What follows belongs to an exercise in optimizing a design on an open flow for small area, a short achievable clock period and few clock cycles per item; a production flow would make more cautious choices. At most, simulation tests tie the RTL to the original design; equivalence was not proved. Function not checked in runs 1, 2 and 5: the RTL went through the layout flow alone.

===== flow/run.sh =====
#!/bin/bash
# synth_recipe.tcl (not shown) runs the flow's synth.tcl, then flattens the netlist and writes it again
# the make line also repeats each setting of config.mk as NAME=value (left out here)
make -C /OpenROAD-flow-scripts/flow DESIGN_CONFIG=/design/flow/config.mk WORK_HOME=/design/flow/orfs CLKGATE_MAP_FILE= SYNTH_SCRIPT=/design/flow/synth_recipe.tcl finish

===== flow/design.v =====
module tally_digest (
    input  wire         clk,
    input  wire         rst,           
    input  wire         in_valid,
    output wire         in_ready,
    input  wire [63:0]  in_data,
    input  wire [7:0]   in_len,
    output wire         out_valid,
    input  wire         out_ready,
    output wire [127:0] out_digest
);
    localparam [31:0] IV0 = 32'h6a09e667, IV1 = 32'hbb67ae85,
                      IV2 = 32'h3c6ef372, IV3 = 32'ha54ff53a,
                      IV4 = 32'h510e527f, IV5 = 32'h9b05688c,
                      IV6 = 32'h1f83d9ab, IV7 = 32'h5be0cd19;
    function [31:0] rotr(input [31:0] x, input integer n);
        rotr = (x >> n) | (x << (32 - n));
    endfunction
    function [31:0] bsig0(input [31:0] x);
        bsig0 = rotr(x, 2) ^ rotr(x, 13) ^ rotr(x, 22);
    endfunction
    function [31:0] bsig1(input [31:0] x);
        bsig1 = rotr(x, 6) ^ rotr(x, 11) ^ rotr(x, 25);
    endfunction
    function [31:0] ssig0(input [31:0] x);
        ssig0 = rotr(x, 7) ^ rotr(x, 18) ^ (x >> 3);
    endfunction
    function [31:0] ssig1(input [31:0] x);
        ssig1 = rotr(x, 17) ^ rotr(x, 19) ^ (x >> 10);
    endfunction
    function [30:0] maj(input [30:0] x, input [30:0] y, input [30:0] z);
        maj = (x & y) | (x & z) | (y & z);
    endfunction
    function [31:0] kconst(input [5:0] i);
        case (i)
            6'd0:  kconst = 32'hc67178f2;  6'd1:  kconst = 32'h428a2f98;
            6'd2:  kconst = 32'h71374491;  6'd3:  kconst = 32'hb5c0fbcf;
            6'd4:  kconst = 32'he9b5dba5;  6'd5:  kconst = 32'h3956c25b;
            6'd6:  kconst = 32'h59f111f1;  6'd7:  kconst = 32'h923f82a4;
            6'd8:  kconst = 32'hab1c5ed5;  6'd9:  kconst = 32'hd807aa98;
            6'd10: kconst = 32'h12835b01;  6'd11: kconst = 32'h243185be;
            6'd12: kconst = 32'h550c7dc3;  6'd13: kconst = 32'h72be5d74;
            6'd14: kconst = 32'h80deb1fe;  6'd15: kconst = 32'h9bdc06a7;
            6'd16: kconst = 32'hc19bf174;  6'd17: kconst = 32'he49b69c1;
            6'd18: kconst = 32'hefbe4786;  6'd19: kconst = 32'h0fc19dc6;
            6'd20: kconst = 32'h240ca1cc;  6'd21: kconst = 32'h2de92c6f;
            6'd22: kconst = 32'h4a7484aa;  6'd23: kconst = 32'h5cb0a9dc;
            6'd24: kconst = 32'h76f988da;  6'd25: kconst = 32'h983e5152;
            6'd26: kconst = 32'ha831c66d;  6'd27: kconst = 32'hb00327c8;
            6'd28: kconst = 32'hbf597fc7;  6'd29: kconst = 32'hc6e00bf3;
            6'd30: kconst = 32'hd5a79147;  6'd31: kconst = 32'h06ca6351;
            6'd32: kconst = 32'h14292967;  6'd33: kconst = 32'h27b70a85;
            6'd34: kconst = 32'h2e1b2138;  6'd35: kconst = 32'h4d2c6dfc;
            6'd36: kconst = 32'h53380d13;  6'd37: kconst = 32'h650a7354;
            6'd38: kconst = 32'h766a0abb;  6'd39: kconst = 32'h81c2c92e;
            6'd40: kconst = 32'h92722c85;  6'd41: kconst = 32'ha2bfe8a1;
            6'd42: kconst = 32'ha81a664b;  6'd43: kconst = 32'hc24b8b70;
            6'd44: kconst = 32'hc76c51a3;  6'd45: kconst = 32'hd192e819;
            6'd46: kconst = 32'hd6990624;  6'd47: kconst = 32'hf40e3585;
            6'd48: kconst = 32'h106aa070;  6'd49: kconst = 32'h19a4c116;
            6'd50: kconst = 32'h1e376c08;  6'd51: kconst = 32'h2748774c;
            6'd52: kconst = 32'h34b0bcb5;  6'd53: kconst = 32'h391c0cb3;
            6'd54: kconst = 32'h4ed8aa4a;  6'd55: kconst = 32'h5b9cca4f;
            6'd56: kconst = 32'h682e6ff3;  6'd57: kconst = 32'h748f82ee;
            6'd58: kconst = 32'h78a5636f;  6'd59: kconst = 32'h84c87814;
            6'd60: kconst = 32'h8cc70208;  6'd61: kconst = 32'h90befffa;
            6'd62: kconst = 32'ha4506ceb;  default: kconst = 32'hbef9a3f7;
        endcase
    endfunction
    reg  [31:0] ring [0:15];
    reg  [31:0] a, b, c, d, e, f, g, h;
    reg  [31:0] ha0, ha1, ha2, ha3;    
    reg  [31:0] he0, he1, he2, he3;    
    reg  [31:0] p;
    reg         run;           
    reg  [6:0]  t;             
    reg  [4:0]  nrecv;         
    reg  [1:0]  blk;           
    reg  [7:0]  len;           
    reg         fin1, fin2;    
    reg         fin_first;     
    reg         fin_last;      
    reg  [1:0]  cform;         
    reg         ov;            
    reg         in_ready_r;
    assign in_ready   = in_ready_r;
    assign out_valid  = ov;
    assign out_digest = {ha0, ha1, ha2, ha3};
    wire [3:0]  s      = t[3:0];
    wire        early  = (t[6:4] == 3'd0);
    wire        first  = (blk == 2'd0);
    wire [7:0]  len8   = len + 8'd8;
    wire        last   = (blk == len8[7:6]);         
    wire        fresh  = run && early && ({1'b0, s} >= nrecv);
    wire        sched_sel = run && !early;
    wire        need   = ({blk, s[3:1], 3'b000} < len) || (first && s[3:1] == 3'd0);
    wire        abort_in  = fresh && !s[0] && need && !in_valid;
    wire        abort_out = run && (t == 7'd15) && first && ov && !out_ready;
    wire        abort  = abort_in || abort_out;
    wire        st1    = run && (t == 7'd1);
    wire        restart = (nrecv == 5'd0 || s == 4'd15) &&
                          (first || (cform == 2'd3 && !fin1 && !fin2));
    wire        st0  = first && (s == 4'd0);
    wire [31:0] half = s[0] ? in_data[31:0] : in_data[63:32];
    reg  [31:0] nw;
    reg  [7:0]  pos;
    reg         keep, is80;
    integer     i;
    always @(*) begin
        for (i = 0; i < 4; i = i + 1) begin
            pos = {blk, s, i[1:0]};
            if (st0) begin
                keep = (in_len > i[7:0]);
                is80 = (in_len == i[7:0]);
            end else begin
                keep = (pos < len);
                is80 = (pos == len);
            end
            nw[31 - 8*i -: 8] = keep ? half[31 - 8*i -: 8] : (is80 ? 8'h80 : 8'h00);
        end
        if (last && s == 4'd15)
            nw = nw | {21'd0, len, 3'd0};
    end
    wire [31:0] ss0 = ssig0(ring[1]);
    wire [31:0] ss1 = ssig1(ring[14]);
    wire [31:0] sx1 = ring[0] ^ ring[9] ^ ss0;
    wire [31:0] sc1 = {maj(ring[0][30:0], ring[9][30:0], ss0[30:0]), 1'b0};
    wire [31:0] sx2 = sx1 ^ sc1 ^ ss1;
    wire [31:0] sc2 = {maj(sx1[30:0], sc1[30:0], ss1[30:0]), 1'b0};
    wire [31:0] sched   = sx2 + sc2;
    wire [31:0] tail_in = sched_sel ? sched : (fresh ? nw : ring[0]);
    integer k;
    always @(posedge clk) begin
        for (k = 0; k < 15; k = k + 1)
            ring[k] <= ring[k + 1];
        ring[15] <= tail_in;
    end
    wire        comp   = (run && (t == 7'd63 || t == 7'd64)) || fin1 || fin2;
    wire        rot    = !run && !first && (cform != 2'd3) && !fin1 && !fin2;
    wire        cshift = comp || rot || (st1 && !first);
    wire [1:0]  ck     = fin2 ? 2'd0 : (fin1 ? 2'd1 : (t[0] ? 2'd3 : 2'd2));
    reg  [31:0] iva, ive;
    always @(*) begin
        case (ck)
            2'd0: begin iva = IV0; ive = IV4; end
            2'd1: begin iva = IV1; ive = IV5; end
            2'd2: begin iva = IV2; ive = IV6; end
            default: begin iva = IV3; ive = IV7; end
        endcase
    end
    wire [31:0] tail_a = (comp && fin_first) ? iva : ha3;
    wire [31:0] tail_e = (comp && fin_first) ? ive : he3;
    wire [31:0] sum_a  = tail_a + (comp ? a : 32'd0);
    wire [31:0] sum_e  = tail_e + (comp ? e : 32'd0);
    always @(posedge clk) begin
        if (cshift) begin
            ha0 <= sum_a; ha1 <= ha0; ha2 <= ha1; ha3 <= ha2;
            he0 <= sum_e; he1 <= he0; he2 <= he1; he3 <= he2;
        end
    end
    wire [31:0] gsel = st1 ? (first ? IV7 : he2) : g;
    wire [31:0] rs1 = bsig1(e);
    wire [31:0] rch = (e & f) ^ (~e & g);
    wire [31:0] rs0 = bsig0(a);
    wire [31:0] rmj = (a & b) | (a & c) | (b & c);
    wire [31:0] x1  = p ^ rs1 ^ rch;
    wire [31:0] c1  = {maj(p[30:0], rs1[30:0], rch[30:0]), 1'b0};
    wire [31:0] xe  = x1 ^ c1 ^ d;
    wire [31:0] ce  = {maj(x1[30:0], c1[30:0], d[30:0]), 1'b0};
    wire [31:0] x2  = x1 ^ c1 ^ rs0;
    wire [31:0] c2  = {maj(x1[30:0], c1[30:0], rs0[30:0]), 1'b0};
    wire [31:0] x3  = x2 ^ c2 ^ rmj;
    wire [31:0] c3  = {maj(x2[30:0], c2[30:0], rmj[30:0]), 1'b0};
    wire [31:0] a_new = x3 + c3;
    wire [31:0] e_new = xe + ce;
    wire [31:0] kk   = kconst(t[5:0]);
    wire [31:0] px   = ring[15] ^ kk ^ gsel;
    wire [31:0] pc   = {maj(ring[15][30:0], kk[30:0], gsel[30:0]), 1'b0};
    always @(posedge clk) begin
        p <= px + pc;
        if (st1) begin
            if (first) begin
                a <= IV0; b <= IV1; c <= IV2; d <= IV3;
                e <= IV4; f <= IV5; g <= IV6; h <= IV7;
            end else begin
                a <= sum_a; b <= ha0; c <= ha1; d <= ha2;
                e <= sum_e; f <= he0; g <= he1; h <= he2;
            end
        end else begin
            a <= a_new; b <= a; c <= b; d <= c;
            e <= e_new; f <= e; g <= f; h <= g;
        end
    end
    always @(posedge clk) begin
        if (rst) begin
            run        <= 1'b0;
            t          <= 7'd0;
            nrecv      <= 5'd0;
            blk        <= 2'd0;
            fin1       <= 1'b0;
            fin2       <= 1'b0;
            ov         <= 1'b0;
            in_ready_r <= 1'b0;
        end else begin
            fin1 <= run && (t == 7'd64);
            fin2 <= fin1;
            if (run && t == 7'd62) begin
                fin_first <= first;
                fin_last  <= last;
            end
            if (fin2 && fin_last)
                ov <= 1'b1;
            else if (ov && out_ready)
                ov <= 1'b0;
            if (fin2)
                cform <= 2'd0;
            else if (cshift)
                cform <= cform + 2'd1;
            in_ready_r <= fresh && !s[0] && need && in_valid;
            if (fresh && st0)
                len <= in_len;
            if (fresh && !abort_in)
                nrecv <= {1'b0, s} + 5'd1;
            else if (run && t == 7'd16)
                nrecv <= 5'd0;
            if (run) begin
                if (abort) begin
                    run <= 1'b0;
                    t   <= {3'd0, s + 4'd1};
                end else if (t == 7'd64) begin
                    t   <= 7'd0;
                    blk <= last ? 2'd0 : blk + 2'd1;
                end else begin
                    t   <= t + 7'd1;
                end
            end else if (restart) begin
                run <= 1'b1;
                t   <= 7'd0;
            end else begin
                t   <= {3'd0, s + 4'd1};
            end
        end
    end
endmodule

===== flow/config.mk =====
export PLATFORM = sky130hd
export DESIGN_NAME = tally_digest
export DESIGN_NICKNAME = tally_digest
export VERILOG_FILES = /design/flow/design.v
export SDC_FILE = /design/flow/constraint.sdc
export NUM_CORES = 4
export LEC_CHECK = 0
export ABC_CLOCK_PERIOD_IN_PS = 3500
export CAP_MARGIN = 20
export CORE_MARGIN = 2
export CORE_UTILIZATION = 40
export SETUP_SLACK_MARGIN = 5
export SLEW_MARGIN = 20

===== flow/constraint.sdc =====
create_clock -name core_clock -period 12.0 [get_ports {clk}]
set_input_delay 2.4000 -clock core_clock [delete_from_list [all_inputs] [get_ports {clk}]]
set_output_delay 2.4000 -clock core_clock [all_outputs]
set_load 0.01 [all_outputs]

==> reports/summary.md, run 1 <==
The flow ran to the end and the layout has no timing, DRC or antenna violations. End-of-flow core utilization: 0.4619. The share of cells above drive strength 1 works out to 0.06635.

The kind of critical path was register to register. The via count of the first global-routing pass came out at 34590. The required time of the critical path is 12570 ps. The cell sitting at the root of the clock tree is a clkbuf_16. First-pass GRT wire length: 229600 um. Worst-case setup margin in the final layout: 5343 ps. The top cell type by total area after synthesis was dfxtp_1. The run gives 53360 um2 as the cell area after placement. On the final layout, the worst hold slack is 315.7 ps. Mean instance size in the synthesized netlist: 10.36 um2. The H-tree was split into 3 levels. Data on the critical path arrives at its endpoint at 7230 ps. 206 I/O pins were placed.

The latest clock arrival within the worst-skew pair is 730 ps. Ranked by total cell area, the synthesized netlist is headed by dfxtp_1, edfxtp_1, fa_1. The clock arrives with 36.66 ps of skew. The sort of element at the end of the critical path was a register. Across the whole layout, storage elements account for 23820 um2. The worst relative slew slack was 0.1449; the total routing resource utilization after global routing was 0.2437. The number of design-rule violations left by the first detailed-router iteration was 3053; the horizontal die dimension was 356.9 um. For the number of hold violations in the final report, the log shows 0.

The height of the chip was 356.9 um. In this run the standard cell core region covers 123600 um2. Hold repair after CTS inserted 0 buffers. Entering global routing, the biggest net connects 135 pins. After the last flow step, the layout net total stands at 5447.

The final design instance area without fill is 57110 um2. The cell family contributing the most delay on the critical path is compound AO/OA/AOI/OAI gates. Prior to clock tree synthesis, the placed netlist has a worst setup slack of 4174 ps. Of all nets on the critical path, the largest fanout is 57.

Setup violations remaining at the end of the flow were counted as 0. In this run, synthesis produced a sequential element count of 1055. The async set-reset flop share out of synthesis was 0; the detailed-route wire length per cell was 23.55 um. For the total of fill cells in the finished design, the log shows 11600. Post-route fraction of the period consumed by the critical path: 0.5547. The actual transition at the worst max-transition pin is 1265 ps. Including well taps, the total number of placed cells is 6447.

In the synthesized netlist, the number of instances is 4809. By count the netlist is led by dfxtp_1, nand2_1, o21ai_0, inv_1, xnor2_1.

The tightest min-delay check is of the register to register type. The slowest stage of the critical path belongs to the cell fa_1.

After routing, the total negative slack on setup checks comes to 0 ps. The tools report the kind of launch point of the worst setup path as a register. Summed over all layers, the routed wires come to 156700 um. The die covers 127400 um2. The post-synth net total came out at 5329.

The number of antenna violations at the first check in global routing was 1; the clock slew at the register clock pins of the worst setup and hold paths was 80 ps. Setup repair after global routing left no endpoint under its margin. On the worst path, the slowest cell contributes a delay of 490 ps. Final critical-path required period: 6657 ps.

The highest clock frequency the design can meet is 0.1502 GHz. The tools report the number of antenna cells inserted as 0. The max-slew violation total from the final report is 0. The remaining number of nets flagged by the antenna check after routing is 0.

Max-cap violations in this run came to 0. The number of distinct library cells after synthesis was 93; the proportion of synthesized chip area in sequential cells was 0.4779. For the starting density of the core, the log shows 0.4029. The count of flip-flops with a built-in enable after synthesis is 268.

For this design, the sink count on the clock tree is 1055. TritonCTS built the clock tree. The buffer depth of the longest clock path is 3.

The detailed-route DRC error count was 0; the number of buffers created by CTS was 108. The fraction of synthesized cell area taken by the top area cell type is 0.3163, and the count of input and output buffers is 205. The synthesized netlist occupies a cell area of 49810 um2.

The wire-length estimate of the detail-placed layout is 118900 um. The dominant register cell in the synthesized netlist is dfxtp_1. Relative to the synthesized area, the layout overhead comes to 14.65%.

The tools report the total via count in the routed design as 35550. dfxtp_1 is the most common cell in the netlist. The first TritonRoute pass finished after 7 iterations. The tools report the standard-cell row count as 129. During synthesis, Yosys emitted a total of 2 warnings. The congestion estimate from routability-driven global placement came to 0.9793. The number of buffers and inverters on the critical path is 6, and the area of combinational cells with multiple inputs is 23990 um2. The remaining global-route overflow came out at 0. The run gives 6656 as the post-route non-filler standard cell count. The via density per instance is 5.341.
[metal layers]
layer / global-route usage / vias up / routed length [um]
met4: 0.08479 / 0 / 6067
met1: 0.3158 / 17300 / 65430
li1: - / 16610 / -
met5: 0 / - / 0
met3: 0.03449 / 298 / 9114
met2: 0.4161 / 1335 / 76100
[final timing paths]
check / from / endpoint / slack, ps / cells after the start
min: ring[7][5] / ring[6][5] / 320 / 0
max reg2reg: t[1] / e[30] / 5340 / 25
min reg2reg: ring[7][5] / ring[6][5] / 320 / 0
max: t[1] / e[30] / 5340 / 25
[cell usage in the layout (no fill, tap or decap), drive strengths merged, types with 10 or more instances in the layout]
cell and count:
and3 37, and2 75, nor3 46, o31ai 15, clkinv 35, clkdlybuf4s50 205
mux2 38, nor2 204, o21bai 18, inv 324, o21ai 362, maj3 31
o311ai 13, xnor2 308, a31oi 48, clkbuf 143, o21a 38, a221oi 15
ha 225, a21o 97, dfxtp 787, or3 10, nand4 14, nand2 612
nor2b 25, mux2i 34, nand3 63, nand2b 47, xor2 113, fa 219
edfxtp 268, buf 44, a21oi 265, a211oi 45, o211ai 38
[cell families after synthesis]
kind of cell / after synthesis / synth area share
muxes: 80 / 0.01904
DFF: 1055 / 0.4779
buffers and inverters: 557 / 0.04227
AOI/OAI and AO/OA: 1055 / 0.1322
and+or+nand+nor: 1166 / 0.1038
xor gates and xnor gates: 421 / 0.07402
adders and majority gates: 475 / 0.1508
[final cells by class]
class	count	share of cell area
multi-input cells	3197	0.4200
well taps	1637	0.03586
inverters	316	0.02092
repair buffers	249	0.04277
flip-flops and latches	1055	0.4170
clock buffers	143	0.05265
clock inverters	59	0.01076
[sequential cells by signal (all words and copies together) (netlist names), 5 cells and up]
register  cells
c            32
he3          32
b            32
he1          32
len           8
nrecv         5
ring        512
f            32
g            32
he0          32
e            32
t             7
a            32
ha3          32
ha0          32
p            32
d            32
ha1          32
he2          32
ha2          32
[timing repair]
| action | CTS | global route |
|---|---|---|
| endpoints found under the hold margin | 0 | 0 |
| resized for setup | 10 | 8 |
| pin swaps | 0 | 1 |
| setup endpoints to repair | 45 | 24 |
| setup buffers | 0 | 7 |
==> run 2: changes to the inputs <==
--- a/flow/design.v
+++ b/flow/design.v
@@ -84,4 +84,10 @@
     reg         ov;            
     reg         in_ready_r;
+    reg         c63, c64;      
+    reg         comp;          
+    reg         civ;           
+    reg  [1:0]  ck;            
+    reg         ld_iv;         
+    reg         ld_ch;         
     assign in_ready   = in_ready_r;
     assign out_valid  = ov;
@@ -98,5 +104,4 @@
     wire        abort_out = run && (t == 7'd15) && first && ov && !out_ready;
     wire        abort  = abort_in || abort_out;
-    wire        st1    = run && (t == 7'd1);
     wire        restart = (nrecv == 5'd0 || s == 4'd15) &&
                           (first || (cform == 2'd3 && !fin1 && !fin2));
@@ -136,8 +141,6 @@
         ring[15] <= tail_in;
     end
-    wire        comp   = (run && (t == 7'd63 || t == 7'd64)) || fin1 || fin2;
     wire        rot    = !run && !first && (cform != 2'd3) && !fin1 && !fin2;
-    wire        cshift = comp || rot || (st1 && !first);
-    wire [1:0]  ck     = fin2 ? 2'd0 : (fin1 ? 2'd1 : (t[0] ? 2'd3 : 2'd2));
+    wire        cshift = comp || rot || ld_ch;
     reg  [31:0] iva, ive;
     always @(*) begin
@@ -149,6 +152,6 @@
         endcase
     end
-    wire [31:0] tail_a = (comp && fin_first) ? iva : ha3;
-    wire [31:0] tail_e = (comp && fin_first) ? ive : he3;
+    wire [31:0] tail_a = civ ? iva : ha3;
+    wire [31:0] tail_e = civ ? ive : he3;
     wire [31:0] sum_a  = tail_a + (comp ? a : 32'd0);
     wire [31:0] sum_e  = tail_e + (comp ? e : 32'd0);
@@ -159,5 +162,5 @@
         end
     end
-    wire [31:0] gsel = st1 ? (first ? IV7 : he2) : g;
+    wire [31:0] gsel = ld_iv ? IV7 : (ld_ch ? he2 : g);
     wire [31:0] rs1 = bsig1(e);
     wire [31:0] rch = (e & f) ^ (~e & g);
@@ -179,12 +182,10 @@
     always @(posedge clk) begin
         p <= px + pc;
-        if (st1) begin
-            if (first) begin
-                a <= IV0; b <= IV1; c <= IV2; d <= IV3;
-                e <= IV4; f <= IV5; g <= IV6; h <= IV7;
-            end else begin
-                a <= sum_a; b <= ha0; c <= ha1; d <= ha2;
-                e <= sum_e; f <= he0; g <= he1; h <= he2;
-            end
+        if (ld_iv) begin
+            a <= IV0; b <= IV1; c <= IV2; d <= IV3;
+            e <= IV4; f <= IV5; g <= IV6; h <= IV7;
+        end else if (ld_ch) begin
+            a <= sum_a; b <= ha0; c <= ha1; d <= ha2;
+            e <= sum_e; f <= he0; g <= he1; h <= he2;
         end else begin
             a <= a_new; b <= a; c <= b; d <= c;
@@ -200,9 +201,23 @@
             fin1       <= 1'b0;
             fin2       <= 1'b0;
+            c63        <= 1'b0;
+            c64        <= 1'b0;
+            comp       <= 1'b0;
+            civ        <= 1'b0;
+            ld_iv      <= 1'b0;
+            ld_ch      <= 1'b0;
             ov         <= 1'b0;
             in_ready_r <= 1'b0;
         end else begin
-            fin1 <= run && (t == 7'd64);
+            c63  <= run && (t == 7'd62);
+            c64  <= c63;
+            fin1 <= c64;
             fin2 <= fin1;
+            comp <= (run && t == 7'd62) || c63 || c64 || fin1;
+            civ  <= ((run && t == 7'd62) || c63 || c64 || fin1) &&
+                    ((run && t == 7'd62) ? first : fin_first);
+            ck   <= fin1 ? 2'd0 : (c64 ? 2'd1 : (c63 ? 2'd2 : 2'd3));
+            ld_iv <= run && (t == 7'd0) && !abort && first;
+            ld_ch <= run && (t == 7'd0) && !abort && !first;
             if (run && t == 7'd62) begin
                 fin_first <= first;
==> flow/flow/run.sh (new file) <==
#!/bin/bash
# Standard layout, with timing repair aiming at a larger setup margin.
set -euo pipefail
bash standard.sh SETUP_SLACK_MARGIN=8 finish > standard.log 2>&1
==> flow/standard.sh (new file) <==
#!/bin/bash
# synth_recipe.tcl (not shown) runs the flow's synth.tcl, then flattens the netlist and writes it again
# the make line also repeats each setting of config.mk as NAME=value (left out here)
make -C /OpenROAD-flow-scripts/flow DESIGN_CONFIG=/design/flow/config.mk WORK_HOME=/design/flow/orfs CLKGATE_MAP_FILE= SYNTH_SCRIPT=/design/flow/synth_recipe.tcl "${@:-finish}"
removed: flow/run.sh
==> run 2 against run 1 <==
Compared with the run above:
- routed wire length increased by 3.0%
- sequential share of layout area decreased by 3.7 points
- area after synthesis increased by 1.6%
- cell area increased by 11%
- critical path type unchanged
==> reports/summary.md, run 2 <==
The tools report the worst clock skew as 78.36 ps (was 36.66 ps). The tools report the max-slew violation total from the final report as 0 (unchanged). Top cell types by occurrence after synthesis: dfxtp_1, inv_1, nand2_1, nor2_1, xnor2_1 (was dfxtp_1, nand2_1, o21ai_0, inv_1, xnor2_1). The flip-flop count of the largest register, all copies and words added works out to 512 (unchanged).

Type of the worst min-delay path: register to register (unchanged). The summed negative setup slack over all endpoints came out at 0 ps (unchanged). The final-stage net count was 5634 (was 5447). The post-route fraction of the period consumed by the critical path is 0.4304 (was 0.5547), and the gate count of the mapped netlist is 4725 (was 4809). The total half-perimeter wirelength after legalization and detailed placement is 116300 um (was 118900 um). The worst reg2reg path startpoint was t[1] (unchanged). The tools report the sink of the worst hold path as ring[6][3] (was ring[6][5]). The dominant register cell in the synthesized netlist is dfxtp_1 (unchanged). Minimum setup slack among reg-to-reg paths: 6830 ps (was 5340 ps).

The final number of setup-violating endpoints is 0 (unchanged). The tools report the worst flop-to-flop path endpoint as p[31] (was e[30]). The layout-stage area growth over the synthesis result is 25.54% (was 14.65%), and the horizontal die dimension is 359.7 um (was 356.9 um).

Final-layout worst hold slack: 276.7 ps (was 315.7 ps). Traced cell by cell, the critical path runs through clkinvlp_4 -> ha_4 -> buf_8 -> nor2_4 -> o31ai_4 -> mux4_2 -> fa_1 -> inv_1 -> ha_2 -> fa_2 -> a211oi_2 -> nor2_2 -> o31a_1 -> o31a_1 -> o2111ai_2 -> a31oi_4 -> a21oi_4 -> o31ai_4 -> or4_1 -> nand4_1. The run gives 6 (was 7) as the iteration count of the initial detailed-routing pass.

The startpoint of the most critical setup path is t[1] (unchanged). The mean instance size in the synthesized netlist was 10.71 um2 (was 10.36 um2); the detailed-route DRC error count was 0 (unchanged). The post-synth net total is 5242 (was 5329), and the worst-path maximum fanout is 5 (was 57).

The tools report the standard-cell row count as 130 (was 129). Setup repair after global routing could not meet its margin everywhere. The required time of the critical path was 12640 ps (was 12570 ps); the proportion of synthesized chip area in sequential cells was 0.4740 (was 0.4779). The logs give 129400 um2 (was 127400 um2) for the die area and 0 (unchanged) for the number of hold violations in the final report. Count of flip-flops with a built-in enable after synthesis: 270 (was 268). The most common cell in the netlist was dfxtp_1 (unchanged). The clock slew at the register clock pins of the worst setup and hold paths is 60 ps (was 80 ps). The tools report the kind of launch point of the worst setup path as a register (unchanged). The number of antenna violations at the first check in global routing came out at 7 (was 1). The via count of the first global-routing pass was 35730 (was 34590); the share of cells above drive strength 1 was 0.1976 (was 0.06635). The number of sinks driven by the clock tree is 1063 (was 1055), and the delay contributed by the slowest stage of the critical path is 510 ps (was 490 ps). The tools report the latest clock arrival within the worst-skew pair as 770 ps (was 730 ps). For the total I/O pin count, the log shows 206 (unchanged).

For the post-detailed-routing wire length, the log shows 161400 um (was 156700 um). The highest clock frequency the design can meet is 0.1936 GHz (was 0.1502 GHz), and the number of design-rule violations left by the first detailed-router iteration is 3001 (was 3053). The tools report the worst-case setup margin in the final layout as 6835 ps (was 5343 ps). Post-placement setup slack: 5579 ps (was 4174 ps). The kind of critical path is register to register (unchanged). The maximum number of pins on one net before global-route repair is 132 (was 135).

The detailed-route wire length per cell is 23.50 um (was 23.55 um), and the fraction of synthesized cell area taken by the top area cell type is 0.3137 (was 0.3163). The async set-reset flop share out of synthesis is 0 (unchanged). The CTS root buffer is clkbuf_16 (unchanged). Final critical-path required period: 5165 ps (was 6657 ps).

The sort of element at the end of the critical path is a register (unchanged). The remaining global-route overflow was 0 (unchanged). Via density per instance: 5.322 (was 5.341). The logs give 2 (unchanged) for the total of warnings raised by yosys and 0.2593 (was 0.1449) for the worst relative slew slack. Register with the most flip-flops: ring (unchanged). The run gives 3 (unchanged) as the buffer depth of the longest clock path. The run finished with no timing, DRC or antenna violations. Cell with the largest stage delay on the worst path: mux4_2 (was fa_1). The cell family contributing the most delay on the critical path was compound AO/OA/AOI/OAI gates (unchanged).

The number of buffers and inverters on the critical path is 3 (was 6). Worst min-delay path startpoint: ring[7][3] (was ring[7][5]). The remaining number of nets flagged by the antenna check after routing was 0 (unchanged); the actual transition at the worst max-transition pin was 1104 ps (was 1265 ps). The most frequent standard cell in the layout excluding fill and tap cells is dfxtp_1 (unchanged). The run gives 96 (was 93) as the number of distinct library cells after synthesis.

The final weighted congestion in routability-driven placement was 0.9419 (was 0.9793); the number of register bits inferred by synthesis was 1063 (was 1055). The total routing resource utilization after global routing was 0.2422 (was 0.2437); the path depth of the worst reg2reg path was 20 (was 25). TritonCTS built the clock tree. The logs give 110 (was 108) for the number of buffers created by CTS and 0 (unchanged) for the number of max-cap violations.

The hold-critical path depth is 0 (unchanged), and the height of the chip is 359.7 um (was 356.9 um). The logs give 5810 ps (was 7230 ps) for the critical path arrival and 234200 um (was 229600 um) for the first-pass GRT wire length. The top cell type by total area after synthesis was dfxtp_1 (unchanged). The total via count in the routed design is 36540 (was 35550), and the cell area after synthesis is 50600 um2 (was 49810 um2). The placeable core region came out at 125600 um2 (was 123600 um2).

Starting density of the core: 0.4030 (was 0.4029). The H-tree level count came out at 3 (unchanged). Top library cells by usage in the layout, fill and taps aside: dfxtp_1, inv_1, nand2_1, nor2_1, edfxtp_1 (was dfxtp_1, nand2_1, o21ai_0, inv_1, xnor2_1). Main area contributors after synthesis: dfxtp_1, edfxtp_1, fa_1 (unchanged). The tools report the number of buffers inserted by hold repair at cts as 0 (unchanged).

The count of input and output buffers was 205 (unchanged).
[run 2: changes by cell type in the layout (fill, tap and decap cells not counted), sizes merged, moves of 119 or more]
cell | before | now
dlygate4sd2 | 0 | 130
o21ai | 362 | 196
clkdlybuf4s50 | 205 | 75
buf | 44 | 290
nor2 | 204 | 323
mux2i | 34 | 224
nand2 | 612 | 334
[run 2: what timing repair did]
action,CTS,global route
setup buffers,181,74
cloned,3,1
setup endpoints to repair,338,162
gates resized for setup,565,264
pin swaps,187,214
[run 2: layout make-up]
class,count,area (um2)
fill,11250,62040
clock buffer,151,3120
timing repair inverter,1,8.758
antenna,3,7.507
multi-input combinational,3066,27200
tap,1650,2064
timing repair buffer,499,4684
clock inverter,57,822.0
sequential,1063,24170
inverter,376,1453
[run 2: layer usage]
| metal | global-route usage | part of all wire | up-vias |
|---|---|---|---|
| li1 | - | - | 16910 |
| met4 | 0.06055 | 0.023 | 4 |
| met2 | 0.3863 | 0.46 | 1183 |
| met3 | 0.04568 | 0.072 | 193 |
| met5 | 0 | 0.00017 | - |
| met1 | 0.3382 | 0.44 | 18250 |
[run 2: cell families (layout without fill, tap and decap cells)]
logic type               Yosys count  count (layout)  share of synthesized area
AO/OA/AOI/OAI                    902             902                     0.1149
XOR/XNOR                         422             422                    0.07304
adder cells (fa/ha/maj)          472             472                     0.1477
buffers and inverters            596            1084                    0.04426
flip-flops                      1063            1063                     0.4740
multiplexers                     275             275                    0.05722
other                              0               3                          0
AND/OR/NAND/NOR                  995             995                    0.08899
[run 2: worst register-to-register path: cells and delay by family, from the launching register on]
family                     cells  cell delay, ps
and+or+nand+nor                4             800
AOI/OAI and AO/OA              8            1660
buffers and inverters          3             350
DFF                            1             390
muxes                          1             510
adders and majority gates      4            1390
[run 2: metrics by stage]
step	utilization	std cells	instance area, um2
6_report	0.5059	6866	63530
5_1_grt	0.5058	6863	63520
4_1_cts	0.4907	6787	61620
3_5_place_dp	0.4337	6395	54460
3_3_place_gp	0.4337	6395	54460
2_1_floorplan	-	4725	51020
[run 2: worst max-delay path by stage]
stage | depth (start not counted) | slack, ps | to
2_1_floorplan | 22 | 7130 | p[31]
6_report | 20 | 6830 | p[31]
3_3_place_gp | 19 | 5600 | p[30]
5_1_grt | 20 | 6660 | p[31]
4_1_cts | 20 | 6910 | p[31]
3_5_place_dp | 19 | 5580 | p[30]
==> run 3: changes to the inputs <==
--- a/flow/design.v
+++ b/flow/design.v
@@ -34,36 +34,36 @@
     function [31:0] kconst(input [5:0] i);
         case (i)
-            6'd0:  kconst = 32'hc67178f2;  6'd1:  kconst = 32'h428a2f98;
-            6'd2:  kconst = 32'h71374491;  6'd3:  kconst = 32'hb5c0fbcf;
-            6'd4:  kconst = 32'he9b5dba5;  6'd5:  kconst = 32'h3956c25b;
-            6'd6:  kconst = 32'h59f111f1;  6'd7:  kconst = 32'h923f82a4;
-            6'd8:  kconst = 32'hab1c5ed5;  6'd9:  kconst = 32'hd807aa98;
-            6'd10: kconst = 32'h12835b01;  6'd11: kconst = 32'h243185be;
-            6'd12: kconst = 32'h550c7dc3;  6'd13: kconst = 32'h72be5d74;
-            6'd14: kconst = 32'h80deb1fe;  6'd15: kconst = 32'h9bdc06a7;
-            6'd16: kconst = 32'hc19bf174;  6'd17: kconst = 32'he49b69c1;
-            6'd18: kconst = 32'hefbe4786;  6'd19: kconst = 32'h0fc19dc6;
-            6'd20: kconst = 32'h240ca1cc;  6'd21: kconst = 32'h2de92c6f;
-            6'd22: kconst = 32'h4a7484aa;  6'd23: kconst = 32'h5cb0a9dc;
-            6'd24: kconst = 32'h76f988da;  6'd25: kconst = 32'h983e5152;
-            6'd26: kconst = 32'ha831c66d;  6'd27: kconst = 32'hb00327c8;
-            6'd28: kconst = 32'hbf597fc7;  6'd29: kconst = 32'hc6e00bf3;
-            6'd30: kconst = 32'hd5a79147;  6'd31: kconst = 32'h06ca6351;
-            6'd32: kconst = 32'h14292967;  6'd33: kconst = 32'h27b70a85;
-            6'd34: kconst = 32'h2e1b2138;  6'd35: kconst = 32'h4d2c6dfc;
-            6'd36: kconst = 32'h53380d13;  6'd37: kconst = 32'h650a7354;
-            6'd38: kconst = 32'h766a0abb;  6'd39: kconst = 32'h81c2c92e;
-            6'd40: kconst = 32'h92722c85;  6'd41: kconst = 32'ha2bfe8a1;
-            6'd42: kconst = 32'ha81a664b;  6'd43: kconst = 32'hc24b8b70;
-            6'd44: kconst = 32'hc76c51a3;  6'd45: kconst = 32'hd192e819;
-            6'd46: kconst = 32'hd6990624;  6'd47: kconst = 32'hf40e3585;
-            6'd48: kconst = 32'h106aa070;  6'd49: kconst = 32'h19a4c116;
-            6'd50: kconst = 32'h1e376c08;  6'd51: kconst = 32'h2748774c;
-            6'd52: kconst = 32'h34b0bcb5;  6'd53: kconst = 32'h391c0cb3;
-            6'd54: kconst = 32'h4ed8aa4a;  6'd55: kconst = 32'h5b9cca4f;
-            6'd56: kconst = 32'h682e6ff3;  6'd57: kconst = 32'h748f82ee;
-            6'd58: kconst = 32'h78a5636f;  6'd59: kconst = 32'h84c87814;
-            6'd60: kconst = 32'h8cc70208;  6'd61: kconst = 32'h90befffa;
-            6'd62: kconst = 32'ha4506ceb;  default: kconst = 32'hbef9a3f7;
+            6'd0:  kconst = 32'h428a2f98;  6'd1:  kconst = 32'h71374491;
+            6'd2:  kconst = 32'hb5c0fbcf;  6'd3:  kconst = 32'he9b5dba5;
+            6'd4:  kconst = 32'h3956c25b;  6'd5:  kconst = 32'h59f111f1;
+            6'd6:  kconst = 32'h923f82a4;  6'd7:  kconst = 32'hab1c5ed5;
+            6'd8:  kconst = 32'hd807aa98;  6'd9:  kconst = 32'h12835b01;
+            6'd10: kconst = 32'h243185be;  6'd11: kconst = 32'h550c7dc3;
+            6'd12: kconst = 32'h72be5d74;  6'd13: kconst = 32'h80deb1fe;
+            6'd14: kconst = 32'h9bdc06a7;  6'd15: kconst = 32'hc19bf174;
+            6'd16: kconst = 32'he49b69c1;  6'd17: kconst = 32'hefbe4786;
+            6'd18: kconst = 32'h0fc19dc6;  6'd19: kconst = 32'h240ca1cc;
+            6'd20: kconst = 32'h2de92c6f;  6'd21: kconst = 32'h4a7484aa;
+            6'd22: kconst = 32'h5cb0a9dc;  6'd23: kconst = 32'h76f988da;
+            6'd24: kconst = 32'h983e5152;  6'd25: kconst = 32'ha831c66d;
+            6'd26: kconst = 32'hb00327c8;  6'd27: kconst = 32'hbf597fc7;
+            6'd28: kconst = 32'hc6e00bf3;  6'd29: kconst = 32'hd5a79147;
+            6'd30: kconst = 32'h06ca6351;  6'd31: kconst = 32'h14292967;
+            6'd32: kconst = 32'h27b70a85;  6'd33: kconst = 32'h2e1b2138;
+            6'd34: kconst = 32'h4d2c6dfc;  6'd35: kconst = 32'h53380d13;
+            6'd36: kconst = 32'h650a7354;  6'd37: kconst = 32'h766a0abb;
+            6'd38: kconst = 32'h81c2c92e;  6'd39: kconst = 32'h92722c85;
+            6'd40: kconst = 32'ha2bfe8a1;  6'd41: kconst = 32'ha81a664b;
+            6'd42: kconst = 32'hc24b8b70;  6'd43: kconst = 32'hc76c51a3;
+            6'd44: kconst = 32'hd192e819;  6'd45: kconst = 32'hd6990624;
+            6'd46: kconst = 32'hf40e3585;  6'd47: kconst = 32'h106aa070;
+            6'd48: kconst = 32'h19a4c116;  6'd49: kconst = 32'h1e376c08;
+            6'd50: kconst = 32'h2748774c;  6'd51: kconst = 32'h34b0bcb5;
+            6'd52: kconst = 32'h391c0cb3;  6'd53: kconst = 32'h4ed8aa4a;
+            6'd54: kconst = 32'h5b9cca4f;  6'd55: kconst = 32'h682e6ff3;
+            6'd56: kconst = 32'h748f82ee;  6'd57: kconst = 32'h78a5636f;
+            6'd58: kconst = 32'h84c87814;  6'd59: kconst = 32'h8cc70208;
+            6'd60: kconst = 32'h90befffa;  6'd61: kconst = 32'ha4506ceb;
+            6'd62: kconst = 32'hbef9a3f7;  default: kconst = 32'hc67178f2;
         endcase
     endfunction
@@ -73,4 +73,5 @@
     reg  [31:0] he0, he1, he2, he3;    
     reg  [31:0] p;
+    reg  [31:0] kr;            
     reg         run;           
     reg  [6:0]  t;             
@@ -177,9 +178,9 @@
     wire [31:0] a_new = x3 + c3;
     wire [31:0] e_new = xe + ce;
-    wire [31:0] kk   = kconst(t[5:0]);
-    wire [31:0] px   = ring[15] ^ kk ^ gsel;
-    wire [31:0] pc   = {maj(ring[15][30:0], kk[30:0], gsel[30:0]), 1'b0};
-    always @(posedge clk) begin
-        p <= px + pc;
+    wire [31:0] px   = ring[15] ^ kr ^ gsel;
+    wire [31:0] pc   = {maj(ring[15][30:0], kr[30:0], gsel[30:0]), 1'b0};
+    always @(posedge clk) begin
+        kr <= kconst(t[5:0]);
+        p  <= px + pc;
         if (ld_iv) begin
             a <= IV0; b <= IV1; c <= IV2; d <= IV3;
==> flow/flow/run.sh (replaced) <==
#!/bin/bash
# Standard layout, with timing repair aiming at a larger setup margin.
set -euo pipefail
bash standard.sh SETUP_SLACK_MARGIN=9 finish > standard.log 2>&1
==> run 3 against run 2 <==
Compared with the run above:
- core utilization is 1.7 points higher
- worst setup slack better by 440 ps
- still clean on timing, DRC and antenna
==> reports/summary.md, run 3 <==
The placeable core region is 127500 um2 (was 125600 um2). For the iteration count of the initial detailed-routing pass, the log shows 5 (was 6). The horizontal die dimension was 362.6 um (was 359.7 um). The top cell type by total area after synthesis was dfxtp_1 (unchanged). The cell total after placement came out at 6467 (was 6395).

The total I/O pin count is 206 (unchanged). The number of antenna violations at the first check in global routing was 2 (was 7); the number of register bits inferred by synthesis was 1095 (was 1063). The count of input and output buffers is 205 (unchanged). The post-placement setup slack is 6707 ps (was 5579 ps).

The proportion of synthesized chip area in sequential cells was 0.4788 (was 0.4740). The tools report the worst min-delay path startpoint as ring[7][4] (was ring[7][3]).

Main area contributors after synthesis: dfxtp_1, edfxtp_1, fa_1 (unchanged). The kind of launch point of the worst setup path was a register (unchanged). The critical path arrival was 5360 ps (was 5810 ps); the via density per instance was 5.314 (was 5.322).

Via count of the first global-routing pass: 36990 (was 35730). The logs give 241700 um (was 234200 um) for the first-pass GRT wire length and 292.9 ps (was 276.7 ps) for the final-layout worst hold slack. The latest clock arrival within the worst-skew pair was 780 ps (was 770 ps); the buffer depth of the longest clock path was 3 (unchanged).

Actual transition at the worst max-transition pin: 951.1 ps (was 1104 ps). The post-synth net total is 5318 (was 5242). Number of max-cap violations: 0 (unchanged). The path depth of the worst reg2reg path is 21 (was 20).

TritonCTS built the clock tree. The clock slew at the register clock pins of the worst setup and hold paths is 60 ps (about the same), and the worst-path maximum fanout is 6 (was 5). The async set-reset flop share out of synthesis is 0 (unchanged), and the gate count of the mapped netlist is 4798 (was 4725). For the post-route non-filler standard cell count, the log shows 7105 (was 6866). For the number of design-rule violations left by the first detailed-router iteration, the log shows 3251 (was 3001). The number of buffers created by CTS is 114 (was 110). The kind of critical path was register to register (unchanged). The type of the worst min-delay path is register to register (unchanged). The total routing resource utilization after global routing came out at 0.2478 (was 0.2422). Remaining number of nets flagged by the antenna check after routing: 0 (unchanged). Number of distinct library cells after synthesis: 87 (was 96).

The height of the chip works out to 362.6 um (was 359.7 um). The tools report the highest clock frequency the design can meet as 0.2118 GHz (was 0.1936 GHz). The final design instance area without fill was 66670 um2 (was 63530 um2). The number of hold violations in the final report is 0 (unchanged), and the die area is 131500 um2 (was 129400 um2). The run gives 1095 (was 1063) as the number of sinks driven by the clock tree. The end-of-flow core utilization was 0.5228 (was 0.5059).

For the worst-case setup margin in the final layout, the log shows 7279 ps (was 6835 ps). The mean instance size in the synthesized netlist was 10.72 um2 (was 10.71 um2). The tools report the worst reg2reg path startpoint as e[26] (was t[1]). The run gives 0 (unchanged) as the max-slew violation total from the final report. The share of cells above drive strength 1 came out at 0.2694 (was 0.1976). The H-tree level count is 3 (unchanged). The dominant register cell in the synthesized netlist was dfxtp_1 (unchanged).

The total via count in the routed design is 37760 (was 36540). Total of warnings raised by yosys: 2 (unchanged). Sink of the worst hold path: ring[6][4] (was ring[6][3]).

Register with the most flip-flops: ring (unchanged). The tools report the CTS root buffer as clkbuf_16 (unchanged).

Final-stage net count: 5863 (was 5634). Total half-perimeter wirelength after legalization and detailed placement: 115800 um (was 116300 um). The minimum setup slack among reg-to-reg paths came out at 7280 ps (was 6830 ps). The run finished with no timing, DRC or antenna violations. The worst flop-to-flop path endpoint is a[31] (was p[31]).

The worst relative slew slack is 0.3660 (was 0.2593), and the final critical-path required period is 4721 ps (was 5165 ps). The cell area after synthesis is 51430 um2 (was 50600 um2), and the standard-cell row count is 131 (was 130).

The fraction of synthesized cell area taken by the top area cell type came out at 0.3211 (was 0.3137). The tools report the final weighted congestion in routability-driven placement as 0.9414 (was 0.9419).

The maximum number of pins on one net before global-route repair is 77 (was 132). Top library cells by usage in the layout, fill and taps aside: dfxtp_1, inv_1, buf_4, nand2_1, nor2_1 (was dfxtp_1, inv_1, nand2_1, nor2_1, edfxtp_1). The tools report the remaining global-route overflow as 0 (unchanged). Most common cell in the netlist: dfxtp_1 (unchanged). The tools report the sort of element at the end of the critical path as a register (unchanged). The detailed-route wire length per cell came out at 23.55 um (was 23.50 um).

Top cell types by occurrence after synthesis: dfxtp_1, inv_1, nor2_1, xnor2_1, nand2_1 (was dfxtp_1, inv_1, nand2_1, nor2_1, xnor2_1). The required time of the critical path was 12640 ps (about the same); the number of buffers inserted by hold repair at cts was 0 (unchanged). The post-route fraction of the period consumed by the critical path was 0.3934 (was 0.4304). Setup repair after global routing could not meet its margin everywhere. For the worst clock skew, the log shows 82.46 ps (was 78.36 ps). The hold-critical path depth is 0 (unchanged). Most frequent standard cell in the layout excluding fill and tap cells: dfxtp_1 (unchanged).

The flip-flop count of the largest register, all copies and words added is 512 (unchanged), and the count of flip-flops with a built-in enable after synthesis is 270 (unchanged). The cell area after placement came out at 55910 um2 (was 54460 um2). The logs give 0 (unchanged) for the final number of setup-violating endpoints and 0 (unchanged) for the detailed-route DRC error count. The logs give 167300 um (was 161400 um) for the post-detailed-routing wire length and 0.4033 (was 0.4030) for the starting density of the core. The summed negative setup slack over all endpoints is 0 ps (unchanged). Layout-stage area growth over the synthesis result: 29.63% (was 25.54%).
run 3: cell count changes after synthesis, sizes merged, moves of 11 or more:
| cell | before | now |
|---|---|---|
| o21bai | 32 | 21 |
| nor2b | 32 | 45 |
| xor2 | 115 | 101 |
| o21ai | 196 | 219 |
| o21a | 36 | 49 |
| or3 | 7 | 19 |
| dfxtp | 793 | 825 |
| nand2 | 334 | 304 |
| xnor2 | 307 | 321 |
run 3: per-layer routing:
metal	part of all wire	GRT usage
met1	0.44	0.3387
met2	0.47	0.4000
met3	0.064	0.04665
met4	0.029	0.07021
met5	0.00025	0
run 3: cell families after synthesis:
logic type,synth area share
flops,0.4788
simple gates,0.08918
compound gates,0.1149
buf+inv,0.04532
fa+ha+maj,0.1460
xor+xnor,0.07201
mux,0.05379
run 3: layout make-up:
| cell class | count | area [um2] |
|---|---|---|
| repair buffers | 655 | 5756 |
| clock buffers | 153 | 3244 |
| inverters | 382 | 1450 |
| flip-flops and latches | 1095 | 24790 |
| multi-input cells | 3095 | 28610 |
| diodes | 1 | 2.502 |
| fillers | 11140 | 60850 |
| well taps | 1662 | 2079 |
| clock inverters | 62 | 738.2 |
run 3: worst max-delay path, cell delays in order (launching register included):
cell and delay (ps):
dfxtp_4 390, xnor2_4 150, xnor2_2 240, fa_1 470, inv_2 80, fa_1 430
fa_1 430, inv_1 70, ha_2 190, inv_2 40, fa_2 360, nand2b_4 160
a21oi_4 140, o211ai_1 110, buf_4 180, a311oi_2 190, buf_4 190, o31ai_4 80
o21ai_2 230, nand3_2 90, a31o_2 210, a31o_2 200
run 3: worst max path at each step:
| stage | slack, ps | to | cells after the start | start |
|---|---|---|---|---|
| 2_1_floorplan | 7580 | a[31] | 19 | e[1] |
| 3_5_place_dp | 6710 | p[30] | 14 | ld_ch |
| 4_1_cts | 7220 | a[31] | 21 | e[12] |
| 5_1_grt | 7180 | a[27] | 16 | e[2] |
| 3_3_place_gp | 6680 | a[27] | 20 | e[26] |
| 6_report | 7280 | a[31] | 21 | e[26] |
run 3: repair_timing:
item / in CTS / in global routing
gates resized for setup: 1080 / 252
hold endpoints to repair: 0 / 0
endpoints found under the setup margin: 588 / 402
cloned: 11 / 0
pin swaps: 298 / 210
buffers inserted: 288 / 123
Testbench counts of run 3, summed over its fixed seeds: cycles 320,482, items 1,920.
==> run 4: changes to the inputs <==
==> flow/flow/run.sh (replaced) <==
#!/bin/bash
# Standard layout, with timing repair aiming at a larger setup margin.
set -euo pipefail
bash standard.sh SETUP_SLACK_MARGIN=8 finish > standard.log 2>&1
==> run 4 against run 3 <==
Compared with the run above:
- clock-buffer cell count is 1 lower
- core utilization decreased by 2.6 points
- non-clock buffer count fell by 227
- synthesized cell count unchanged
- cell count decreased by 3.2%
- highest routed layer unchanged
- register-to-register slack got worse by 240 ps
- worst hold slack got worse by 19 ps
- critical path type unchanged
- die area stayed put
- area after synthesis did not move
==> reports/summary.md, run 4 <==
The first-pass GRT wire length came out at 234200 um (was 241700 um). Setup repair after global routing could not meet its margin everywhere. The flip-flop count of the largest register, all copies and words added was 512 (unchanged); the via count of the first global-routing pass was 35740 (was 36990).

The post-synthesis share of cell area spent on and, or, nand and nor gates came out at 0.08918 (unchanged). The run gives 115900 um (was 115800 um) as the total half-perimeter wirelength after legalization and detailed placement. Most common cell in the netlist: dfxtp_1 (unchanged). The run gives 11470 (was 11140) as the total of fill cells in the finished design.

The top cell type by total area after synthesis was dfxtp_1 (unchanged). The final critical-path required period came out at 4959 ps (was 4721 ps). The proportion of synthesized chip area in sequential cells was 0.4788 (unchanged). Mean instance size in the synthesized netlist: 10.72 um2 (unchanged).

The number of register bits inferred by synthesis was 1095 (unchanged); the worst clock skew was 85.09 ps (was 82.46 ps). The required time of the critical path is 12650 ps (was 12640 ps). Worst reg2reg path startpoint: e[10] (was e[26]).

Main area contributors after synthesis: dfxtp_1, edfxtp_1, fa_1 (unchanged). The run gives 2 (unchanged) as the total of warnings raised by yosys.

The remaining global-route overflow came out at 0 (unchanged). The flow ran to the end and the layout has no timing, DRC or antenna violations. The horizontal die dimension is 362.6 um (unchanged), and the arithmetic-cell share of the synthesized area counting full adders, half adders and majority gates is 0.1460 (unchanged). For the cell area after synthesis, the log shows 51430 um2 (unchanged). The starting density of the core came out at 0.4033 (unchanged). The logs give 131500 um2 (unchanged) for the die area and 127500 um2 (unchanged) for the placeable core region.

The tools report the cell area after placement as 55260 um2 (was 55910 um2). The largest family of logic cells by synthesized area is adder cells (unchanged). The buffer depth of the longest clock path came out at 3 (unchanged). The post-route fraction of the period consumed by the critical path was 0.4133 (was 0.3934); the number of buffers inserted by hold repair at cts was 0 (unchanged).

For the worst-case setup margin in the final layout, the log shows 7041 ps (was 7279 ps). The actual transition at the worst max-transition pin is 1015 ps (was 951.1 ps), and the fraction of synthesized cell area taken by the top area cell type is 0.3211 (unchanged). The number of design-rule violations left by the first detailed-router iteration was 3135 (was 3251); the number of max-cap violations was 0 (unchanged).

The final design instance area without fill is 63410 um2 (was 66670 um2). Count of flip-flops with a built-in enable after synthesis: 270 (unchanged). The parity-gate share of the synthesized area counting xor and xnor cells was 0.07201 (unchanged).

The run gives 0 ps (unchanged) as the summed negative setup slack over all endpoints. The sort of element at the end of the critical path is a register (unchanged). The total routing resource utilization after global routing came out at 0.2398 (was 0.2478). The post-detailed-routing wire length is 162300 um (was 167300 um). The kind of critical path was register to register (unchanged).

The worst-path maximum fanout is 5 (was 6). The detailed-route wire length per cell was 23.60 um (was 23.55 um); the total I/O pin count was 206 (unchanged). The compound-gate portion of the synthesized area was 0.1149 (unchanged); the post-synth net total was 5318 (unchanged). The sink of the worst hold path is ring[7][17] (was ring[6][4]). The layout-stage area growth over the synthesis result was 23.28% (was 29.63%). The dominant register cell in the synthesized netlist is dfxtp_1 (unchanged). The number of buffers created by CTS is 114 (unchanged). Worst relative slew slack: 0.3231 (was 0.3660). For the post-route non-filler standard cell count, the log shows 6877 (was 7105).

The async set-reset flop share out of synthesis was 0 (unchanged); the number of hold violations in the final report was 0 (unchanged). TritonCTS built the clock tree.

The height of the chip is 362.6 um (unchanged), and the post-placement setup slack is 6568 ps (was 6707 ps). The iteration count of the initial detailed-routing pass came out at 6 (was 5). The type of the worst min-delay path was register to register (unchanged).

The H-tree level count came out at 3 (unchanged). Top library cells by usage in the layout, fill and taps aside: dfxtp_1, inv_1, nor2_1, nand2_1, xnor2_1 (was dfxtp_1, inv_1, buf_4, nand2_1, nor2_1). The final weighted congestion in routability-driven placement is 0.9429 (was 0.9414), and the clock slew at the register clock pins of the worst setup and hold paths is 60 ps (about the same). Hold-critical path depth: 0 (unchanged).

The final number of setup-violating endpoints is 0 (unchanged). For the number of distinct library cells after synthesis, the log shows 87 (unchanged).

The count of input and output buffers is 205 (unchanged). The CTS root buffer is clkbuf_16 (unchanged). The maximum number of pins on one net before global-route repair came out at 138 (was 77). The post-synthesis mux area share is 0.05379 (unchanged).

Max-slew violation total from the final report: 0 (unchanged). The final-stage net count was 5633 (was 5863); the latest clock arrival within the worst-skew pair was 770 ps (was 780 ps). The run gives 7040 ps (was 7280 ps) as the minimum setup slack among reg-to-reg paths. The logs give 131 (unchanged) for the standard-cell row count and 0.2016 GHz (was 0.2118 GHz) for the highest clock frequency the design can meet. The via density per instance is 5.364 (was 5.314).

The remaining number of nets flagged by the antenna check after routing was 0 (unchanged). The total via count in the routed design is 36890 (was 37760), and the number of antenna violations at the first check in global routing is 5 (was 2). The critical path arrival is 5610 ps (was 5360 ps). The detailed-route DRC error count was 0 (unchanged); the share of cells above drive strength 1 was 0.1682 (was 0.2694). The most frequent standard cell in the layout excluding fill and tap cells was dfxtp_1 (unchanged). The tools report the worst min-delay path startpoint as ring[8][17] (was ring[7][4]).

The gate count of the mapped netlist is 4798 (unchanged). The register with the most flip-flops is ring (unchanged). The run gives 6469 (was 6467) as the cell total after placement. Path depth of the worst reg2reg path: 20 (was 21). For the area of combinational cells with multiple inputs, the log shows 26940 um2 (was 28610 um2). Kind of launch point of the worst setup path: a register (unchanged). Number of sinks driven by the clock tree: 1095 (unchanged).

The tools report the sequential cell area in the final layout as 24780 um2 (was 24790 um2). Top cell types by occurrence after synthesis: dfxtp_1, inv_1, nor2_1, xnor2_1, nand2_1 (unchanged). The tools report the worst flop-to-flop path endpoint as a[31] (unchanged).
[run 4: cell counts after synthesis]
No cell type changed its count.
[run 4: worst max-delay path by stage]
stage               startpoint     to  slack, ps
global route             e[25]  a[27]       6960
detailed placement       e[26]  a[27]       6570
global placement           civ  a[30]       6200
finish                   e[10]  a[31]       7040
floorplan                 e[1]  a[31]       7570
CTS                      e[26]  a[27]       6970
[run 4: what timing repair did]
action	4_1_cts	5_1_grt
gates cloned	4	3
gates resized for setup	481	232
setup buffers	115	68
pin swaps	149	170
endpoints found under the setup margin	267	108
[run 4: worst max-delay path: stages (launching register included)]
cell	delay (ps)
dfxtp_4	370
xnor2_2	150
xnor2_2	180
fa_1	590
inv_2	60
fa_1	470
inv_1	50
fa_1	480
ha_2	270
o211ai_1	300
a21oi_4	70
o211ai_1	470
a311oi_2	180
buf_4	200
o31ai_4	250
buf_6	160
o21ai_4	70
nand3_2	80
a21oi_1	60
a31o_2	210
a31o_2	200
[run 4: stage by stage]
stage	hold WS (ps)	util
2_1_floorplan	309.5	-
3_3_place_gp	309.7	0.4333
3_5_place_dp	312.1	0.4333
4_1_cts	261.0	0.4833
5_1_grt	285.8	0.4972
6_report	274.0	0.4972
[run 4: per-layer routing]
layer / up-vias / part of all wire / routed length [um] / track usage
met3: 248 / 0.065 / 10580 / 0.03573
met5: - / 0.000074 / 12 / 0
met4: 2 / 0.031 / 5039 / 0.07558
met1: 18380 / 0.44 / 71030 / 0.3348
met2: 1244 / 0.47 / 75630 / 0.3823
li1: 17020 / - / - / -
[run 4: cells by family after synthesis]
group,after synthesis
adders and majority gates,475
DFF,1095
and+or+nand+nor,1000
xor gates and xnor gates,422
muxes,264
AOI/OAI and AO/OA,931
buffers and inverters,611
[run 4: cell type report]
| type | count | share of cell area |
|---|---|---|
| Sequential cell | 1095 | 0.3908 |
| Timing Repair Buffer | 428 | 0.06466 |
| Antenna cell | 1 | 0.00003947 |
| Tap cell | 1662 | 0.03280 |
| Inverter | 382 | 0.02269 |
| Clock inverter | 65 | 0.01366 |
| Clock buffer | 152 | 0.05040 |
| Multi-Input combinational cell | 3092 | 0.4249 |
==> run 5: changes to the inputs <==
--- a/flow/design.v
+++ b/flow/design.v
@@ -31,4 +31,24 @@
     function [30:0] maj(input [30:0] x, input [30:0] y, input [30:0] z);
         maj = (x & y) | (x & z) | (y & z);
+    endfunction
+    function [31:0] bkadd(input [31:0] x, input [31:0] z);
+        reg [31:0] gn, pn, gg, pp;
+        integer i, l;
+        begin
+            gn = x & z; pn = x ^ z; gg = gn; pp = pn;
+            for (l = 0; l < 5; l = l + 1)             
+                for (i = 0; i < 32; i = i + 1)
+                    if ((i % (2 << l)) == (2 << l) - 1) begin
+                        gg[i] = gg[i] | (pp[i] & gg[i - (1 << l)]);
+                        pp[i] = pp[i] & pp[i - (1 << l)];
+                    end
+            for (l = 3; l >= 0; l = l - 1)            
+                for (i = 0; i < 32; i = i + 1)
+                    if (i >= (3 << l) - 1 && (i % (2 << l)) == (1 << l) - 1) begin
+                        gg[i] = gg[i] | (pp[i] & gg[i - (1 << l)]);
+                        pp[i] = pp[i] & pp[i - (1 << l)];
+                    end
+            bkadd = pn ^ {gg[30:0], 1'b0};
+        end
     endfunction
     function [31:0] kconst(input [5:0] i);
@@ -89,4 +109,5 @@
     reg         civ;           
     reg  [1:0]  ck;            
+    reg         ld;            
     reg         ld_iv;         
     reg         ld_ch;         
@@ -155,6 +176,6 @@
     wire [31:0] tail_a = civ ? iva : ha3;
     wire [31:0] tail_e = civ ? ive : he3;
-    wire [31:0] sum_a  = tail_a + (comp ? a : 32'd0);
-    wire [31:0] sum_e  = tail_e + (comp ? e : 32'd0);
+    wire [31:0] sum_a  = bkadd(tail_a, comp ? a : 32'd0);
+    wire [31:0] sum_e  = bkadd(tail_e, comp ? e : 32'd0);
     always @(posedge clk) begin
         if (cshift) begin
@@ -163,5 +184,13 @@
         end
     end
-    wire [31:0] gsel = ld_iv ? IV7 : (ld_ch ? he2 : g);
+    wire [31:0] la = ld_iv ? IV0 : sum_a;
+    wire [31:0] lb = ld_iv ? IV1 : ha0;
+    wire [31:0] lc = ld_iv ? IV2 : ha1;
+    wire [31:0] ld_d = ld_iv ? IV3 : ha2;
+    wire [31:0] le = ld_iv ? IV4 : sum_e;
+    wire [31:0] lf = ld_iv ? IV5 : he0;
+    wire [31:0] lg = ld_iv ? IV6 : he1;
+    wire [31:0] lh = ld_iv ? IV7 : he2;
+    wire [31:0] gsel = ld ? lh : g;
     wire [31:0] rs1 = bsig1(e);
     wire [31:0] rch = (e & f) ^ (~e & g);
@@ -182,11 +211,8 @@
     always @(posedge clk) begin
         kr <= kconst(t[5:0]);
-        p  <= px + pc;
-        if (ld_iv) begin
-            a <= IV0; b <= IV1; c <= IV2; d <= IV3;
-            e <= IV4; f <= IV5; g <= IV6; h <= IV7;
-        end else if (ld_ch) begin
-            a <= sum_a; b <= ha0; c <= ha1; d <= ha2;
-            e <= sum_e; f <= he0; g <= he1; h <= he2;
+        p  <= bkadd(px, pc);
+        if (ld) begin
+            a <= la; b <= lb; c <= lc; d <= ld_d;
+            e <= le; f <= lf; g <= lg; h <= lh;
         end else begin
             a <= a_new; b <= a; c <= b; d <= c;
@@ -206,4 +232,5 @@
             comp       <= 1'b0;
             civ        <= 1'b0;
+            ld         <= 1'b0;
             ld_iv      <= 1'b0;
             ld_ch      <= 1'b0;
@@ -219,4 +246,5 @@
                     ((run && t == 7'd62) ? first : fin_first);
             ck   <= fin1 ? 2'd0 : (c64 ? 2'd1 : (c63 ? 2'd2 : 2'd3));
+            ld    <= run && (t == 7'd0) && !abort;
             ld_iv <= run && (t == 7'd0) && !abort && first;
             ld_ch <= run && (t == 7'd0) && !abort && !first;
--- a/flow/config.mk
+++ b/flow/config.mk
@@ -9,5 +9,5 @@
 export CAP_MARGIN = 20
 export CORE_MARGIN = 2
-export CORE_UTILIZATION = 40
+export CORE_UTILIZATION = 55
 export SETUP_SLACK_MARGIN = 5
 export SLEW_MARGIN = 20
==> run 5 against run 4 <==
Compared with the run above:
- die area down 29%
- critical path type unchanged
- sequential share of layout area up 1.6 points
- synthesized cell count down 7.2%
==> reports/summary.md, run 5 <==
For the post-synth net total, the log shows 5008 (was 5318). The mean instance size in the synthesized netlist is 11.19 um2 (was 10.72 um2), and the via count of the first global-routing pass is 34020 (was 35740). The run finished with no timing, DRC or antenna violations.

For the max-slew violation total from the final report, the log shows 0 (unchanged). The run gives 0.3592 (was 0.3231) as the worst relative slew slack. For the number of design-rule violations left by the first detailed-router iteration, the log shows 3425 (was 3135).

The kind of critical path is register to register (unchanged). The horizontal die dimension is 304.9 um (was 362.6 um). The count of flip-flops with a built-in enable after synthesis is 270 (unchanged).

The most frequent standard cell in the layout excluding fill and tap cells is dfxtp_1 (unchanged). The share of cells above drive strength 1 is 0.1808 (was 0.1682). The total half-perimeter wirelength after legalization and detailed placement is 109700 um (was 115900 um), and the number of hold violations in the final report is 0 (unchanged). The tools report the post-detailed-routing wire length as 157500 um (was 162300 um). The logs give 0.5542 (was 0.4033) for the starting density of the core and 53190 um2 (was 55260 um2) for the cell area after placement.

Top library cells by usage in the layout, fill and taps aside: dfxtp_1, inv_1, edfxtp_1, fa_1, xnor2_1 (was dfxtp_1, inv_1, nor2_1, nand2_1, xnor2_1). The final number of setup-violating endpoints was 0 (unchanged); the standard-cell row count was 110 (was 131). The gate count of the mapped netlist was 4453 (was 4798). The fraction of synthesized cell area taken by the top area cell type came out at 0.3320 (was 0.3211). The latest clock arrival within the worst-skew pair came out at 750 ps (was 770 ps). The clock slew at the register clock pins of the worst setup and hold paths is 60 ps (about the same), and the final weighted congestion in routability-driven placement is 0.9668 (was 0.9429). Setup repair after global routing could not meet its margin everywhere. The number of distinct library cells after synthesis was 78 (was 87); the cell area after synthesis was 49810 um2 (was 51430 um2). The run gives 0 (unchanged) as the number of max-cap violations. TritonCTS built the clock tree. The run gives 12460 ps (was 12650 ps) as the required time of the critical path. First-pass GRT wire length: 226900 um (was 234200 um).
## run 5: cell count changes after synthesis, moves of 23 or more
cell,change
mux2i_1,-177
nor2_1,-137
o22a_1,+93
inv_1,+88
nand2_1,-83
a22o_1,+66
a21oi_1,-53
fa_1,+44
xnor2_1,-38
a211oi_1,-25
o21a_1,-25
nor2b_1,-24
o21ai_0,-23
## run 5: stage by stage
| stage | instances | util | hold slack (ps) |
|---|---|---|---|
| finish | 6078 | 0.6798 | 272.3 |
| CTS | 6008 | 0.6623 | 270.6 |
| global route | 6076 | 0.6797 | 272.3 |
| detailed placement | 5652 | 0.5918 | 312.1 |
| floorplan | 4453 | - | 309.6 |
| global placement | 5652 | 0.5918 | 309.5 |
## run 5: layer usage
layer	vias up	track usage	routed length, um
met3	264	0.07280	15060
met4	2	0.09763	4750
met5	-	0	10
met1	17710	0.4972	69870
li1	15990	-	-
met2	1559	0.4812	67810
## run 5: final timing paths
path | start | to | slack, ps | cells after the start
hold reg to reg | ring[3][2] | ring[2][2] | 270 | 0
setup / recovery | ck[1] | he0[31] | 7140 | 18
hold / removal | ring[3][2] | ring[2][2] | 270 | 0
setup reg to reg | ck[1] | he0[31] | 7140 | 18
## run 5: final cells by class
class	instances	area [um2]	share of cell area
repair inverters	1	8.758	0.0001434
clock inverters	81	1115	0.01825
flip-flops and latches	1096	24830	0.4064
inverters	468	1774	0.02904
multi-input cells	2674	24860	0.4069
diodes	2	5.005	0.00008192
well taps	1176	1471	0.02408
repair buffers	457	4267	0.06984
clock buffers	123	2768	0.04530
## run 5: kinds of logic after synthesis
logic type      synth area share
mux                      0.01861
compound gates            0.1355
fa+ha+maj                 0.1658
xor+xnor                 0.06682
simple gates             0.06680
buf+inv                  0.05175
flops                     0.4948
## run 5: timing repair
action,in CTS,in global routing
endpoints found under the setup margin,329,165
hold buffers,0,0
gates cloned,10,1
resized for setup,439,209
pin swaps,134,176
setup buffers,142,67
## run 5: worst max-delay path, cell delays in order, from the launching register on
cell,delay (ps)
edfxtp_1,460
inv_2,150
ha_4,180
nand2b_4,200
o21ai_2,70
ha_2,200
fa_2,360
a21o_1,160
a21o_1,210
a2111oi_4,410
o31ai_4,160
a211oi_4,340
o21a_1,250
a31oi_4,130
a41o_1,250
o41a_1,350
fa_2,400
xor2_2,180
xnor2_2,150

## static timing again, ports no longer ideal
The flow's constraints put no driver on any port. The routed layouts listed below were extracted and timed again, unchanged, in two steps. Step 1: set_driving_cell puts a clkbuf_16 on clk and a buf_2 on each other input, an assumption about the parent block. Step 2 moves the port delays by t, midway between the first and last clock arrival at a register: inputs arrive t later, outputs are due t later. That takes back most of the time a late clock gives input paths. a / b / c = ideal / step 1 / step 2; a / b = the first two.
run	shift t [ns]	setup WS [ns]	worst setup path at the end	worst register clock-pin slew, ns	worst slew at a driven data input, ns
run 1	0.794	5.343 / 5.343 / 5.343	register to register	0.08 / 0.08	0.05
run 2	0.808	6.835 / 6.835 / 6.835	register to register	0.07 / 0.07	0.06
run 3	0.820	7.279 / 7.279 / 7.279	register to register	0.07 / 0.07	0.05
run 4	0.803	7.041 / 7.041 / 7.041	register to register	0.07 / 0.07	0.06
run 5	0.784	7.138 / 7.138 / 7.138	register to register	0.08 / 0.08	0.06
After both steps setup and hold are still met in every run listed.
